Background: an optimization exercise with open tools, aiming at small area, a short achievable clock period and few clock cycles. Do not read the settings as production practice. RTL that was checked went through simulation tests only; none was proved equivalent to the original. Function not checked in runs 2 and 3: the RTL went through the layout flow alone. In runs 2 and 3 the design's own scripts or RTL, not TritonCTS, make the clock network. The clock port is modelled as an ideal driver, which makes a skipped or thinned clock tree look cheaper than it is; a real chip needs a root buffer or a tree. Power is estimated from default activity; no workload was simulated.

==> flow/design.v (outline; a module is shown in full before it is edited, if it fits) <==
// module lc_decoder: 1950 lines
module lc_decoder (
    input  wire         clk,
    input  wire         rst,         
    input  wire         in_valid,
    output wire         in_ready,
    input  wire [39:0]  in_beat,     
    input  wire [36:0]  in_dda,      
    output reg          out_valid,
    output reg  [2:0]   out_status,
    output reg  [3:0]   out_dev,
    output wire [511:0] out_data
);
  // ...
==> flow/flow/run.sh <==
#!/bin/bash
# Own layout flow: the standard ORFS flow (standard synthesis included), with
# timing repair aimed past the 10 ns constraint and plain buffers on the ports.
set -euo pipefail
bash standard.sh \
  "SETUP_SLACK_MARGIN=6.6" \
  "BUFFER_PORTS_ARGS=-buffer_cell sky130_fd_sc_hd__buf_1" \
  finish > flow_make.log 2>&1
==> flow/standard.sh <==
#!/bin/bash
# synth_recipe.tcl (not shown) runs the flow's synth.tcl, then flattens the netlist and writes it again
# the make line also repeats each setting of config.mk as NAME=value (left out here)
make -C /OpenROAD-flow-scripts/flow DESIGN_CONFIG=/design/flow/config.mk WORK_HOME=/design/flow/orfs CLKGATE_MAP_FILE= SYNTH_SCRIPT=/design/flow/synth_recipe.tcl "${@:-finish}"
==> flow/config.mk <==
export PLATFORM = sky130hd
export DESIGN_NAME = lc_decoder
export DESIGN_NICKNAME = lc_decoder
export VERILOG_FILES = /design/flow/design.v
export SDC_FILE = /design/flow/constraint.sdc
export NUM_CORES = 8
export LEC_CHECK = 0
export CAP_MARGIN = 20
export CORE_MARGIN = 2
export CORE_UTILIZATION = 55
export CTS_CLUSTER_DIAMETER = 60
export CTS_CLUSTER_SIZE = 30
export PLACE_DENSITY = 0.65
export SLEW_MARGIN = 20
==> flow/constraint.sdc <==
create_clock -name core_clock -period 10.0 [get_ports {clk}]
set_input_delay 2.0000 -clock core_clock [delete_from_list [all_inputs] [get_ports {clk}]]
set_output_delay 2.0000 -clock core_clock [all_outputs]
set_load 0.01 [all_outputs]
==> summary.md, run 1 <==
| Metric | Value |
|---|---|
| Worst Hold End | `e_r[27]$_DFF_P_` |
| Largest stage delay on the critical path | `around 0.38 ns` |
| Inverters | `20` |
| NetSw | `around 18 mW` |
| Hold_buf cts | `0` |
| CTS Sinks | `approximately 1.6k` |
| Pins Over Slew Limit | `0` |
| Xor-xnor portion of the synthesized cell area | `roughly a third` |
| Critical Path Start | `bk[326]$_DFF_P_` |
| Nets | `about 8.2k` |
| Die area | `roughly 150000 sq um` |
| Sequential Area | `37000 sq um` |
| Top Layer Used | `met5` |
| Fillers | `between 10k and 15k` |
| Multi-input combinational cell area | `40600 sq um` |
| Synth top area cells | `dfxtp_1 25%, xnor2_1 21%, edfxtp_1 20%, xor2_1 14%, nand2_1 5.2%` |
| ClkCell Share | `under 10%` |
| Reg-to-reg slack, setup | `roughly 6.7 ns` |
| Crit share post-route | `roughly 34%` |
| Seq pwr | `between 10 and 15 mW` |
| Core ar. | `around 150000 sq um` |
| Count leader, synth | `xnor2_1` |
| Adder-cell share of the synthesized area | `less than 1%` |
| Mapped Cells | `8000` |
| Status | `timing/DRC/antenna clean` |
| Pwr/cell area | `446 nW/um^2` |
| Post-DP HPWL | `206 mm` |
| Starting Density | `a little under three fifths` |
| Comb power | `~23 mW` |
| Met1 Wirelength | `between 100 and 150 mm` |
Testbench counts, summed over its fixed seeds: cycles 40,896.
==> run 2, diff against run 1 <==
--- a/flow/design.v
+++ b/flow/design.v
@@ -458,33 +458,33 @@
   reg  [39:0]  beat_r;       
   reg          v_r;          
   reg  [15:0]  boh;          
   reg  [36:0]  dda_s;        
   reg  [127:0] acc;          
   reg  [127:0] u;            
   reg  [63:0]  dv_r;         
   reg  [63:0]  y_r;          
-  reg  [127:0] pv_r;         
-  reg          pvv, pfirst, pbnd, plast;
   reg  [511:0] ln;           
   reg  [11*32-1:0] bk;      
-  reg          cp_r;
+  reg          cp_r;         
+  reg          ld_r;         
   reg  [9:0]   ohu;          
   reg  [9:0]   ohd;          
   reg  [1:0]   zc;           
   reg  [3:0]   fdev;
   reg          pois, mark;
-  reg  [63:0]  e_r;          
-  reg  [7:0]   cpulse;       
   wire [3:0] dnib  = dda_s[3:0];
   wire       first = boh[0];
   wire       bnd   = boh[4] | boh[8] | boh[12];
   wire       last  = v_r & boh[15];
   wire       next0 = (boh[0] & ~v_r) | last;    
+  wire       zt     = (dv_r == 64'd0);           
+  reg  [7:0] cpulse;                             
+  reg  [63:0] e_r;                               
   wire [43:0] pin = {dnib, beat_r};
   wire [127:0] pv;
   assign pv[0] = ^(pin & 44'h00000000000);
   assign pv[1] = ^(pin & 44'h00000000000);
   assign pv[2] = ^(pin & 44'h00000000000);
   assign pv[3] = ^(pin & 44'h00000000000);
   assign pv[4] = ^(pin & 44'h00000000000);
   assign pv[5] = ^(pin & 44'h00000000000);
@@ -606,24 +606,24 @@
   assign pv[121] = ^(pin & 44'hc3f9b055330);
   assign pv[122] = ^(pin & 44'h97f261ab770);
   assign pv[123] = ^(pin & 44'h3ef5c246ef0);
   assign pv[124] = ^(pin & 44'h9aba0c6b080);
   assign pv[125] = ^(pin & 44'h346419d6100);
   assign pv[126] = ^(pin & 44'h79d822bd310);
   assign pv[127] = ^(pin & 44'hf3a0447b630);
   wire [127:0] acc_nx;
-  assign acc_nx[15:0] = pv_r[15:0] ^ (pfirst ? 16'h0000 : pbnd ? am12(acc[15:0]) : am65531(acc[15:0]));
-  assign acc_nx[31:16] = pv_r[31:16] ^ (pfirst ? 16'h0000 : pbnd ? am13(acc[31:16]) : am65531(acc[31:16]));
-  assign acc_nx[47:32] = pv_r[47:32] ^ (pfirst ? 16'h0000 : pbnd ? am14(acc[47:32]) : am65531(acc[47:32]));
-  assign acc_nx[63:48] = pv_r[63:48] ^ (pfirst ? 16'h0000 : pbnd ? am15(acc[63:48]) : am65531(acc[63:48]));
-  assign acc_nx[79:64] = pv_r[79:64] ^ (pfirst ? 16'h0000 : pbnd ? am16(acc[79:64]) : am65531(acc[79:64]));
-  assign acc_nx[95:80] = pv_r[95:80] ^ (pfirst ? 16'h0000 : pbnd ? am17(acc[95:80]) : am65531(acc[95:80]));
-  assign acc_nx[111:96] = pv_r[111:96] ^ (pfirst ? 16'h0000 : pbnd ? am18(acc[111:96]) : am65531(acc[111:96]));
-  assign acc_nx[127:112] = pv_r[127:112] ^ (pfirst ? 16'h0000 : pbnd ? am19(acc[127:112]) : am65531(acc[127:112]));
+  assign acc_nx[15:0] = pv[15:0] ^ (first ? 16'h0000 : bnd ? am12(acc[15:0]) : am65531(acc[15:0]));
+  assign acc_nx[31:16] = pv[31:16] ^ (first ? 16'h0000 : bnd ? am13(acc[31:16]) : am65531(acc[31:16]));
+  assign acc_nx[47:32] = pv[47:32] ^ (first ? 16'h0000 : bnd ? am14(acc[47:32]) : am65531(acc[47:32]));
+  assign acc_nx[63:48] = pv[63:48] ^ (first ? 16'h0000 : bnd ? am15(acc[63:48]) : am65531(acc[63:48]));
+  assign acc_nx[79:64] = pv[79:64] ^ (first ? 16'h0000 : bnd ? am16(acc[79:64]) : am65531(acc[79:64]));
+  assign acc_nx[95:80] = pv[95:80] ^ (first ? 16'h0000 : bnd ? am17(acc[95:80]) : am65531(acc[95:80]));
+  assign acc_nx[111:96] = pv[111:96] ^ (first ? 16'h0000 : bnd ? am18(acc[111:96]) : am65531(acc[111:96]));
+  assign acc_nx[127:112] = pv[127:112] ^ (first ? 16'h0000 : bnd ? am19(acc[127:112]) : am65531(acc[127:112]));
   wire [127:0] u_rot;    
   assign u_rot[15:0] = u[15:0];
   assign u_rot[31:16] = am4(u[31:16]);
   assign u_rot[47:32] = am8(u[47:32]);
   assign u_rot[63:48] = am12(u[63:48]);
   assign u_rot[79:64] = am16(u[79:64]);
   assign u_rot[95:80] = am20(u[95:80]);
   assign u_rot[111:96] = am24(u[111:96]);
@@ -1820,82 +1820,74 @@
   assign out_data[444] = ln[504];
   assign out_data[445] = ln[505];
   assign out_data[446] = ln[506];
   assign out_data[447] = ln[507];
   assign out_data[508] = ln[508];
   assign out_data[509] = ln[509];
   assign out_data[510] = ln[510];
   assign out_data[511] = ln[511];
-  wire zt = (dv_r == 64'd0);
   wire pt = (dv_r == kpi);
   wire mt = (dv_r == kphi);
   wire [3:0] ddev = {ohd[8] | ohd[9], ohd[4] | ohd[5] | ohd[6] | ohd[7],
                      ohd[2] | ohd[3] | ohd[6] | ohd[7],
                      ohd[1] | ohd[3] | ohd[5] | ohd[7] | ohd[9]};
   wire [1:0] zc_nx   = (zt && zc == 2'd0) ? 2'd1 : (zt ? 2'd2 : zc);
   wire [3:0] fdev_nx = zt ? ddev : fdev;
   always @(posedge clk) begin
     beat_r <= in_beat;
     if (next0)
       dda_s <= in_dda;
     else if (v_r)
       dda_s <= {4'd0, dda_s[36:4]};
-    pv_r   <= pv;
-    pfirst <= first;
-    pbnd   <= bnd;
-    if (pvv)
+    if (v_r)
       acc <= acc_nx;
-    u    <= plast ? acc_nx : u_rot;
+    u    <= ld_r ? acc : u_rot;
     dv_r <= dv;
     y_r  <= y_comb;
     e_r  <= e_comb;
-    if (plast) begin
+    if (ld_r) begin
       zc   <= 2'd0;
       pois <= 1'b0;
       mark <= 1'b0;
     end else if (|ohd) begin
       zc   <= zc_nx;
       fdev <= fdev_nx;
       if (pt) pois <= 1'b1;
       if (mt) mark <= 1'b1;
     end
-    if (ohd[9]) begin
-      out_dev <= fdev_nx;
-      if (zc_nx == 2'd2)      out_status <= ST_GOOD;
-      else if (zc_nx == 2'd1) out_status <= ST_CORR;
-      else if (pois | pt)     out_status <= ST_POIS;
-      else if (mark | mt)     out_status <= ST_MARK;
-      else                    out_status <= ST_UNC;
-    end
+    out_dev <= fdev_nx;
+    if (zc_nx == 2'd2)      out_status <= ST_GOOD;
+    else if (zc_nx == 2'd1) out_status <= ST_CORR;
+    else if (pois | pt)     out_status <= ST_POIS;
+    else if (mark | mt)     out_status <= ST_MARK;
+    else                    out_status <= ST_UNC;
   end
   always @(posedge clk) begin
     if (rst) begin
       v_r       <= 1'b0;
       stall_r   <= 1'b0;
-      pvv       <= 1'b0;
-      plast     <= 1'b0;
       boh       <= 16'd1;
       cp_r      <= 1'b0;
+      ld_r      <= 1'b0;
+      cpulse    <= 8'd0;
       ohu       <= 10'd0;
       ohd       <= 10'd0;
       out_valid <= 1'b0;
-      cpulse    <= 8'd0;
     end else begin
       v_r     <= in_valid & ~stall_r;
       stall_r <= in_valid & ~stall_r & ((boh[15] & ~v_r) | (boh[14] & v_r));
-      pvv   <= v_r;
-      plast <= last;
       if (v_r)
         boh <= {boh[14:0], boh[15]};
       cp_r      <= last;
-      ohu       <= plast ? 10'd1 : {ohu[8:0], 1'b0};
+      ld_r      <= last;
+      cpulse    <= zt ? ohd[7:0] : 8'd0;
+      ohu       <= ld_r ? 10'd1 : {ohu[8:0], 1'b0};
       ohd       <= ohu;
       out_valid <= ohd[9];
-      cpulse    <= zt ? ohd[7:0] : 8'd0;
     end
   end
   always @(posedge clk) begin
     if (v_r & boh[0]) ln[31:0] <= beat_r[31:0];
     bk[31:0] <= cp_r ? ln[31:0] : (bk[31:0] ^ mk[31:0]);
   end
   always @(posedge clk) begin
     if (v_r & boh[1]) ln[63:32] <= beat_r[31:0];
==> flow/flow/run.sh (replaced) <==
#!/bin/bash
# Own layout flow: the standard ORFS flow (standard synthesis, floorplan,
# placement, routing), except that the clock tree is built by flow/mycts.tcl
# (clock port -> 4 root buffers -> leaf buffers -> flip-flop clusters), timing
# repair aims past the 10 ns constraint, and the ports get plain buffers.
set -euo pipefail
EXTRA=("SETUP_SLACK_MARGIN=6.9" "BUFFER_PORTS_ARGS=-buffer_cell sky130_fd_sc_hd__buf_1")
bash standard.sh "${EXTRA[@]}" place > flow_place.log 2>&1
bash standard.sh "${EXTRA[@]}" "RUN_SCRIPT=$PWD/flow/mycts.tcl" RUN_LOG_NAME_STEM=4_1_mycts run > flow_cts.log 2>&1
bash standard.sh "${EXTRA[@]}" finish > flow_finish.log 2>&1
==> flow/flow/mycts.tcl (new file) <==
# Two-level clock tree built by hand: the clock port drives a few root buffers,
# each root drives leaf buffers, each leaf drives a compact cluster of flip-flops.
# Replaces ORFS's cts step (same post-CTS repair as cts.tcl).
source $::env(SCRIPTS_DIR)/load.tcl
erase_non_stage_variables cts
load_design 3_place.odb 3_place.sdc

set leaf_max  [expr {[info exists ::env(MYCTS_LEAF_MAX)] ? $::env(MYCTS_LEAF_MAX) : 20}]
set n_roots   [expr {[info exists ::env(MYCTS_ROOTS)] ? $::env(MYCTS_ROOTS) : 4}]
set leaf_cell [expr {[info exists ::env(MYCTS_LEAF_CELL)] ? $::env(MYCTS_LEAF_CELL) : "sky130_fd_sc_hd__clkbuf_16"}]
set root_cell [expr {[info exists ::env(MYCTS_ROOT_CELL)] ? $::env(MYCTS_ROOT_CELL) : "sky130_fd_sc_hd__clkbuf_16"}]

set db [ord::get_db]
set block [ord::get_db_block]
set clknet [$block findNet clk]

# split a list of {obj x y} in two parts (sizes in ratio k1 : n-k1) along its wider side
proc split2 {items {frac 0.5}} {
  set xs {}; set ys {}
  foreach it $items { lappend xs [lindex $it 1]; lappend ys [lindex $it 2] }
  set xs [lsort -integer $xs]; set ys [lsort -integer $ys]
  set dx [expr {[lindex $xs end] - [lindex $xs 0]}]
  set dy [expr {[lindex $ys end] - [lindex $ys 0]}]
  set k [expr {$dx >= $dy ? 1 : 2}]
  set s [lsort -integer -index $k $items]
  set h [expr {int(round([llength $s] * $frac))}]
  return [list [lrange $s 0 [expr {$h - 1}]] [lrange $s $h end]]
}
# cut into ceil(n / maxn) compact clusters of nearly equal size
proc bisect {items maxn} {
  set n [llength $items]
  if {$n <= $maxn} { return [list $items] }
  set k [expr {($n + $maxn - 1) / $maxn}]
  set k1 [expr {$k / 2}]
  lassign [split2 $items [expr {double($k1) / $k}]] a b
  return [concat [bisect $a $maxn] [bisect $b $maxn]]
}
proc centroid {items} {
  set sx 0; set sy 0
  foreach it $items { set sx [expr {$sx + [lindex $it 1]}]; set sy [expr {$sy + [lindex $it 2]}] }
  set n [llength $items]
  return [list [expr {$sx / $n}] [expr {$sy / $n}]]
}

set sinks {}
foreach it [$clknet getITerms] {
  set inst [$it getInst]
  set bb [$inst getBBox]
  lappend sinks [list $it [expr {([$bb xMin] + [$bb xMax]) / 2}] [expr {([$bb yMin] + [$bb yMax]) / 2}]]
}
puts "mycts: [llength $sinks] clock sinks"

set clusters [bisect $sinks $leaf_max]
puts "mycts: [llength $clusters] leaf clusters"

set lmaster [$db findMaster $leaf_cell]
set rmaster [$db findMaster $root_cell]
set leaves {}
set i 0
foreach cl $clusters {
  lassign [centroid $cl] cx cy
  set inst [odb::dbInst_create $block $lmaster "mycts_leaf_$i"]
  $inst setLocation $cx $cy
  $inst setPlacementStatus PLACED
  set net [odb::dbNet_create $block "mycts_leafnet_$i"]
  $net setSigType CLOCK
  [$inst findITerm X] connect $net
  foreach s $cl {
    set it [lindex $s 0]
    $it disconnect
    $it connect $net
  }
  lappend leaves [list $inst $cx $cy]
  incr i
}

# group the leaves under the roots
set groups [list $leaves]
while {[llength $groups] < $n_roots} {
  set ng {}
  foreach g $groups { lassign [split2 $g] a b; lappend ng $a $b }
  set groups $ng
}
set i 0
foreach g $groups {
  lassign [centroid $g] cx cy
  set inst [odb::dbInst_create $block $rmaster "mycts_root_$i"]
  $inst setLocation $cx $cy
  $inst setPlacementStatus PLACED
  set net [odb::dbNet_create $block "mycts_rootnet_$i"]
  $net setSigType CLOCK
  [$inst findITerm X] connect $net
  [$inst findITerm A] connect $clknet
  foreach l $g { [[lindex $l 0] findITerm A] connect $net }
  incr i
}
$clknet setSigType CLOCK
global_connect

set_placement_padding -global \
  -left $::env(CELL_PAD_IN_SITES_DETAIL_PLACEMENT) \
  -right $::env(CELL_PAD_IN_SITES_DETAIL_PLACEMENT)
detailed_placement
set_propagated_clock [all_clocks]
estimate_parasitics -placement
report_clock_skew
repair_timing_helper
detailed_placement
check_placement -verbose
estimate_parasitics -placement
report_clock_skew
report_worst_slack -max
report_worst_slack -min

orfs_write_db $::env(RESULTS_DIR)/4_1_cts.odb
orfs_write_sdc $::env(RESULTS_DIR)/4_cts.sdc
==> flow/config.mk (replaced) <==
export PLATFORM = sky130hd
export DESIGN_NAME = lc_decoder
export DESIGN_NICKNAME = lc_decoder
export VERILOG_FILES = /design/flow/design.v
export SDC_FILE = /design/flow/constraint.sdc
export NUM_CORES = 8
export LEC_CHECK = 0
export CAP_MARGIN = 20
export CORE_MARGIN = 2
export CORE_UTILIZATION = 55
export PLACE_DENSITY = 0.65
export SLEW_MARGIN = 20
==> run 2 against run 1 <==
Combinational power is 12% higher. Synthesized cell count down 0.26%. Critical path depth grew 6. Core utilization down 1.1 points.
==> summary.md, run 2 <==
| Metric | Value |
|---|---|
| Avg Inst Size Synth | `9.84 sq um (was 10.1 sq um)` |
| Async S/R FF share, synth | `0% (unchanged)` |
| Top Layer Used | `met5 (unchanged)` |
| Pwr/cell area | `471 nW/um^2 (was 446 nW/um^2)` |
| Largest reg by FF count | `ln (unchanged)` |
| WP data required | `10.33 ns (was 8.00 ns)` |
| # IOs | `601 (unchanged)` |
| Synth Register Bits | `1452 (was 1571)` |
| Post-DP HPWL | `209 mm (was 206 mm)` |
| Least-Margin Pin Slew | `1.13 ns (was 1.20 ns)` |
| # port buffers | `600 (unchanged)` |
| Number of global-route vias before repair | `54.7k (was 55.4k)` |
| Post-synth EDFFs | `537 (was 544)` |
| Commonest non-fill, non-tap cell in the layout | `xnor2_1 (unchanged)` |
| Clock transition at path regs | `0.09 ns (about the same)` |
| Simple-gate portion of the synthesized area | `8.76% (was 8.34%)` |
| RSZ-0062 raised after global routing | `true (unchanged)` |
| Maximum vdd drop | `0.502 mV (was 0.451 mV)` |
| Synth top area cells | `dfxtp_1 23%, xnor2_1 22%, edfxtp_1 21%, xor2_1 13%, nand2_1 5.6% (was dfxtp_1 25%, xnor2_1 21%, edfxtp_1 20%, xor2_1 14%, nand2_1 5.2%)` |
| Fmax | `314 MHz (was 296 MHz)` |
| Setup CP Type | `flip-flop to flip-flop (was flip-flop to output port)` |
| Compound-cell area share of the yosys netlist | `6.09% (was 5.24%)` |
| Chip height | `382 um (was 387 um)` |
| Commonest non-fill, non-tap cells in the layout | `1996 x xnor2_1, 1165 x nand2_1, 1137 x xor2_1, 745 x dfxtp_1, 637 x o21ai_0 (was 1886 x xnor2_1, 1282 x xor2_1, 1120 x nand2_1, 949 x dfxtp_1, 561 x o21ai_0)` |
| Cell area after synthesis | `78600 sq um (was 80700 sq um)` |
| RR Startpoint | `beat_r[24]$_DFF_P_ (was beat_r[10]$_DFF_P_)` |
| Gp weighted congestion | `1.06 (was 1.04)` |
| GRT overflow | `0 (unchanged)` |
| Maxcap violations | `0 (unchanged)` |
| Commonest cells in the netlist | `2005 x xnor2_1, 1165 x nand2_1, 1145 x xor2_1 (was 1892 x xnor2_1, 1283 x xor2_1, 1120 x nand2_1)` |
| Top Registers | `ln: 512 flops, bk: 352 flops (unchanged)` |
| Floorplan die width | `382 um (was 387 um)` |
| Pre-antenna DRT Iters | `6 (was 5)` |
| Mapped Cells | `7979 (was 8000)` |
| Layout cells sized above 1 | `10.2% (was 9.09%)` |
| Die area | `146000 sq um (was 150000 sq um)` |
| Initial antenna violation count | `36 (was 30)` |
| Via count | `56.9k (was 57.2k)` |
| Drt wl/cell | `28.9 um (was 28.3 um)` |
| Critical Path Start | `beat_r[24]$_DFF_P_ (was bk[326]$_DFF_P_)` |
| DR WL met3 | `27.3 mm (was 26.7 mm)` |
| Dominant synthesized flop cell | `dfxtp_1 (unchanged)` |
| Synth Warn # | `1 (unchanged)` |
| Drt via density | `5.72 (was 5.62)` |
| Starting Density | `55.5% (was 55.4%)` |
| DRC viols | `0 (unchanged)` |
| Post-route core utilization | `59.3% (was 60.4%)` |
| First DRT Iteration DRCs | `6543 (was 6321)` |
| Adder-cell share of the synthesized area | `0.0319% (was 0.0310%)` |
| Status | `timing/DRC/antenna clean (unchanged)` |
| Hold violation total from the final report | `0 (unchanged)` |
| Largest register FFs | `512 (unchanged)` |
| Top cell type's share of synthesized area | `23.3% (was 25.5%)` |
| P_leak | `28.3 nW (was 30.8 nW)` |
| Post-route ant nets | `0 (unchanged)` |
| Period minus WS final | `3.19 ns (was 3.38 ns)` |
| Core ar. | `142000 sq um (was 146000 sq um)` |
| Count leader, synth | `xnor2_1 (unchanged)` |
| First-pass GRT wire length | `403 mm (was 407 mm)` |
| Maximum fanout along the worst path | `19 (was 2)` |
| Nets | `8143 (was 8227)` |
| Total track usage | `38.0% (was 37.4%)` |
| Critical Path AT | `3.52 ns (was 1.38 ns)` |
| Crit share post-route | `31.9% (was 33.8%)` |
| CP endpoint kind | `flip-flop (was output port)` |
| Hold path startpoint | `y_r[29]$_DFF_P_ (was y_r[31]$_DFF_P_)` |
| Skew-Pair Late Insertion Delay | `0.60 ns (was 0.79 ns)` |
| Distinct cell type count after synthesis | `74 (unchanged)` |
| CP Launch Type | `flip-flop (unchanged)` |
| Met1 Wirelength | `116 mm (was 117 mm)` |
| Xor-xnor portion of the synthesized cell area | `35.8% (was 35.1%)` |
| Std cell rows | `138 (was 140)` |
| Pins Over Slew Limit | `0 (unchanged)` |
| Largest family of logic cells by synthesized area | `XOR/XNOR gates (unchanged)` |
| Fillers | `12.2k (was 12.5k)` |
| Post-synthesis sequential area ratio | `43.8% (was 45.7%)` |
| Min Hold Slack | `0.369 ns (was 0.349 ns)` |
| Hold Path Class | `flip-flop to flip-flop (unchanged)` |
| Max-slew headroom | `24.3% (was 19.5%)` |
| Area Overhead vs Synth | `6.94% (was 9.10%)` |
| WL met2 | `128 mm (was 127 mm)` |
| Multiplexer share of the synthesized area | `1.01% (was 1.46%)` |
| Final setup vio count | `0 (unchanged)` |
| Pin count of the biggest net entering global routing | `261 (was 164)` |
| Setup Total Neg Slack | `0 ns (unchanged)` |
| Clk_skew | `0.0984 ns (was 0.0661 ns)` |
| Total routed wirelength | `288 mm (about the same)` |
| Syn nets | `8061 (was 8082)` |
| Largest area contributor in the netlist | `dfxtp_1 (unchanged)` |
run 2: cell types whose count changed in the layout (fill, tap and decap cells not counted), moves of 61 or more:
cell / change
dfxtp_1: -204
xor2_1: -145
xnor2_1: +110
dfxtp_2: +85
nor2_1: -76
o21ai_0: +76
buf_1: -61
run 2: through the flow:
stage,std cells,setup WS [ns],cell area (sq um),total power [mW]
6_report,9953,6.81,84000,39.6
5_1_grt,9949,6.89,84000,41.5
3_5_place_dp,9849,6.35,80800,35.9
3_3_place_gp,9848,6.34,80700,35.8
2_1_floorplan,7979,6.96,78600,29.2
run 2: final timing paths:
kind,to,slack [ns],cells past startpoint
worst max-delay path,acc[79]$_DFFE_PP_,6.81,7
worst min-delay path,e_r[25]$_DFF_P_,0.37,0
worst max register to register,acc[79]$_DFFE_PP_,6.81,7
worst min register to register,e_r[25]$_DFF_P_,0.37,0
run 2: area by class of cell:
class	count	area, sq um	share of cell area (%)
buffer	77	1930	2.29
multi-input combinational	5771	40900	48.7
tap	1890	2360	2.81
sequential	1452	34700	41.3
timing repair buffer	740	4050	4.82
inverter	19	71.3	0.0849
antenna	4	10.0	0.0119
run 2: routing by layer:
layer | track usage, % | vias to the layer above
li1 | - | 25400
met1 | 51.8 | 27700
met2 | 59.5 | 3135
met3 | 5.77 | 692
met4 | 18.0 | 14
met5 | 0 | -
run 2: cell families after synthesis:
logic type / after synthesis
AOI/OAI and AO/OA: 888
DFF: 1452
muxes: 71
and+or+nand+nor: 1632
adders and majority gates: 2
buffers and inverters: 756
xor gates and xnor gates: 3178
run 2: report_power, final:
group          total, mW  internal (mW)  switching [mW]
registers           10.5           7.98            2.54
clock network       3.23           1.35            1.88
logic               25.8           11.9            14.0
total               39.6           21.2            18.4
run 2: worst max-delay path, stage by stage, from the launching register on:
cell and delay, ns:
dfxtp_2 0.46, buf_6 0.32, xnor2_1 0.80, xnor2_1 0.21, xnor2_1 0.19, xnor2_1 0.45, xnor2_1 0.29, xnor2_1 0.19
==> run 3, diff against run 2 <==
--- a/flow/flow/run.sh
+++ b/flow/flow/run.sh
@@ -6,3 +6,3 @@
 set -euo pipefail
-EXTRA=("SETUP_SLACK_MARGIN=6.9" "BUFFER_PORTS_ARGS=-buffer_cell sky130_fd_sc_hd__buf_1")
+EXTRA=("SETUP_SLACK_MARGIN=7.0" "BUFFER_PORTS_ARGS=-buffer_cell sky130_fd_sc_hd__buf_1")
 bash standard.sh "${EXTRA[@]}" place > flow_place.log 2>&1
==> run 3 against run 2 <==
Via count increased by 4.8%. Combinational power is essentially flat. Power up 0.46%. Routed wire length rose by 4.3%. Clock power about the same. Sequential power about the same. Critical path depth fell by 2. Synthesized cell count is the same. Sequential cell count unchanged. Clock skew is 0.017 ns lower. Synthesized area is the same.
==> summary.md, run 3 <==
| Metric | Value |
|---|---|
| Status | `timing/DRC/antenna clean (unchanged)` |
| Area Overhead vs Synth | `16.4% (was 6.94%)` |
| Setup CP Type | `flip-flop to flip-flop (unchanged)` |
| Maximum fanout along the worst path | `9 (was 19)` |
| Final setup vio count | `0 (unchanged)` |
| Post-DP HPWL | `209 mm (about the same)` |
| Hold Crit Depth | `0 (unchanged)` |
| Clock transition at path regs | `0.12 ns (was 0.09 ns)` |
| Commonest non-fill, non-tap cells in the layout | `1976 x xnor2_1, 1165 x nand2_1, 1127 x xor2_1, 637 x o21ai_0, 568 x buf_4 (was 1996 x xnor2_1, 1165 x nand2_1, 1137 x xor2_1, 745 x dfxtp_1, 637 x o21ai_0)` |
| RSZ-0062 raised after global routing | `true (unchanged)` |
| Synth top area cells | `dfxtp_1 23%, xnor2_1 22%, edfxtp_1 21%, xor2_1 13%, nand2_1 5.6% (unchanged)` |
| Total track usage | `38.9% (was 38.0%)` |
| Maximum vdd drop | `0.412 mV (was 0.502 mV)` |
| Synth Warn # | `1 (unchanged)` |
| Core ar. | `142000 sq um (unchanged)` |
| Distinct cell type count after synthesis | `74 (unchanged)` |
| Top Registers | `ln: 512 flops, bk: 352 flops (unchanged)` |
| Reg-to-reg slack, setup | `6.90 ns (was 6.81 ns)` |
| Post-synth EDFFs | `537 (unchanged)` |
| Largest reg by FF count | `ln (unchanged)` |
| Maxcap violations | `0 (unchanged)` |
| Drt wl/cell | `28.8 um (was 28.9 um)` |
| Compound-cell area share of the yosys netlist | `6.09% (unchanged)` |
| Pre-antenna DRT Iters | `6 (unchanged)` |
| Post-route ant nets | `0 (unchanged)` |
| Via count | `59.7k (was 56.9k)` |
| Commonest non-fill, non-tap cell in the layout | `xnor2_1 (unchanged)` |
| Commonest cells in the netlist | `2005 x xnor2_1, 1165 x nand2_1, 1145 x xor2_1 (unchanged)` |
| Worst Hold End | `e_r[25]$_DFF_P_ (unchanged)` |
| Xor-xnor portion of the synthesized cell area | `35.8% (unchanged)` |
| CP endpoint kind | `flip-flop (unchanged)` |
| Count leader, synth | `xnor2_1 (unchanged)` |
| Chip height | `382 um (unchanged)` |
| Hold path startpoint | `y_r[29]$_DFF_P_ (unchanged)` |
| Largest register FFs | `512 (unchanged)` |
| Adder-cell share of the synthesized area | `0.0319% (unchanged)` |
| RR Startpoint | `beat_r[27]$_DFF_P_ (was beat_r[24]$_DFF_P_)` |
| Critical Path AT | `3.40 ns (was 3.52 ns)` |
| Pin count of the biggest net entering global routing | `308 (was 261)` |
| Crit Reg-Reg Endpoint | `acc[68]$_DFFE_PP_ (was acc[79]$_DFFE_PP_)` |
| Std cell rows | `138 (unchanged)` |
| Dominant synthesized flop cell | `dfxtp_1 (unchanged)` |
| Setup Total Neg Slack | `0 ns (unchanged)` |
| Hold Path Class | `flip-flop to flip-flop (unchanged)` |
| P_leak | `32.6 nW (was 28.3 nW)` |
| Cell area after synthesis | `78600 sq um (unchanged)` |
| Layout cells sized above 1 | `23.1% (was 10.2%)` |
| Top cell type's share of synthesized area | `23.3% (unchanged)` |
| Max-slew headroom | `23.7% (was 24.3%)` |
| Total routed wirelength | `300 mm (was 288 mm)` |
| Number of global-route vias before repair | `56.7k (was 54.7k)` |
| R2R depth | `5 (was 7)` |
| Crit share post-route | `31.0% (was 31.9%)` |
| Drt via density | `5.73 (was 5.72)` |
| Synth Register Bits | `1452 (unchanged)` |
| Floorplan die width | `382 um (unchanged)` |
| Clk_skew | `0.0817 ns (was 0.0984 ns)` |
| Skew-Pair Late Insertion Delay | `0.60 ns (about the same)` |
| Largest area contributor in the netlist | `dfxtp_1 (unchanged)` |
| First-pass GRT wire length | `415 mm (was 403 mm)` |
| Gp weighted congestion | `1.07 (was 1.06)` |
| Hold violation total from the final report | `0 (unchanged)` |
| # port buffers | `600 (unchanged)` |
| Nets | `8599 (was 8143)` |
| Fmax | `322 MHz (was 314 MHz)` |
| Total Power | `39.8 mW (was 39.6 mW)` |
| Die area | `146000 sq um (unchanged)` |
| Least-Margin Pin Slew | `1.14 ns (was 1.13 ns)` |
| Period minus WS final | `3.10 ns (was 3.19 ns)` |
| GRT overflow | `0 (unchanged)` |
| WP data required | `10.30 ns (was 10.33 ns)` |
| Pins Over Slew Limit | `0 (unchanged)` |
| Avg Inst Size Synth | `9.84 sq um (unchanged)` |
| DRC viols | `0 (unchanged)` |
| CP Launch Type | `flip-flop (unchanged)` |
| Async S/R FF share, synth | `0% (unchanged)` |
| Critical Path Start | `beat_r[27]$_DFF_P_ (was beat_r[24]$_DFF_P_)` |
| Largest family of logic cells by synthesized area | `XOR/XNOR gates (unchanged)` |
| Syn nets | `8061 (unchanged)` |
| # IOs | `601 (unchanged)` |
| First DRT Iteration DRCs | `7120 (was 6543)` |
| Simple-gate portion of the synthesized area | `8.76% (unchanged)` |
| Pwr/cell area | `435 nW/um^2 (was 471 nW/um^2)` |
| Multiplexer share of the synthesized area | `1.01% (unchanged)` |
| Starting Density | `55.5% (unchanged)` |
| Mapped Cells | `7979 (unchanged)` |
| Post-synthesis sequential area ratio | `43.8% (unchanged)` |
| Initial antenna violation count | `36 (unchanged)` |
## run 3: layout make-up
cell class,instances,area [sq um]
fillers,11100,50100
multi-input cells,5771,41200
flip-flops and latches,1452,35200
repair buffers,1196,10600
well taps,1890,2360
plain buffers,77,1930
inverters,19,75.1
diodes,14,35.0
## run 3: layer usage
layer / share of wire [%] / global-route usage, % / vias up
met5: 0.027 / 0 / -
met4: 6.8 / 20.7 / 14
met3: 10 / 7.22 / 886
met2: 44 / 60.2 / 3416
met1: 39 / 51.8 / 29000
li1: - / - / 26400
## run 3: power by group
group | switching [mW] | internal, mW
Clock | 1.89 | 1.35
Sequential | 2.58 | 7.99
Combinational | 13.9 | 12.1
Total | 18.4 | 21.4
## run 3: worst max-delay path, stage by stage, from the launching register on
cell	delay, ns
dfxtp_2	0.50
xnor2_1	0.94
xor2_1	0.20
xnor2_1	0.24
xnor2_1	0.76
xnor2_1	0.15
## run 3: worst max path at each step
stage          slack, ns                   to  cells after the start
6_report            6.90    acc[68]$_DFFE_PP_                      5
3_3_place_gp        6.34    acc[50]$_DFFE_PP_                      7
3_5_place_dp        6.48    acc[88]$_DFFE_PP_                      7
5_1_grt             6.91        out_data[387]                      1
2_1_floorplan       7.01  dda_s[16]$_DFFE_PP_                      5
## run 3: kinds of logic (layout without fill, tap and decap cells)
family / Yosys count / in the layout
multiplexers: 71 / 71
AND/OR/NAND/NOR: 1632 / 1632
XOR/XNOR: 3178 / 3178
flip-flops: 1452 / 1452
other: 0 / 14
buffers and inverters: 756 / 1292
AO/OA/AOI/OAI: 888 / 888
adder cells (fa/ha/maj): 2 / 2
## run 3: per-stage QoR
step	area, sq um	hold slack, ns	setup slack [ns]	instances	utilization [%]
floorplan	78600	0.349	7.01	7979	-
global placement	80700	0.357	6.34	9837	57.0
detailed placement	80700	0.357	6.48	9838	57.0
global route	91500	0.374	6.91	10400	64.6
finish	91500	0.367	6.90	10400	64.6

afterwards: timing with drivers on the ports:
In the flow no input, the clock included, has a driving cell. The finished layouts below were timed again as built, in two steps.
Step 1: set_driving_cell puts a clkbuf_16 on clk and a buf_2 on each other input, an assumption about the parent block.
Step 2 times the ports against the registers' clock, not the clock port: input delays grow and output delays shrink by t, the midpoint of the rising clock arrivals with the driver on.
Three values: ideal, step 1, step 2; two values: the first two.
| run | t, ns | slack for setup (ns) | worst hold slack (ns) | worst setup path after step 2 | latest minus earliest clock arrival (ns) |
|---|---|---|---|---|---|
| run 1 | 0.847 | 6.621 / 6.534 / 6.631 | 0.349 / 0.349 / 0.349 | input to register | 0.068 / 0.068 |
| run 2 | 0.714 | 6.812 / 6.725 / 6.595 | 0.369 / 0.369 / 0.369 | input to register | 0.101 / 0.101 |
| run 3 | 0.734 | 6.898 / 6.742 / 6.898 | 0.367 / 0.367 / 0.367 | register to register | 0.084 / 0.085 |
After both steps setup and hold are still met in every run listed. The setup slack of run 2, which loses most, moves by -0.087 ns with the drivers and by -0.217 ns with both steps.
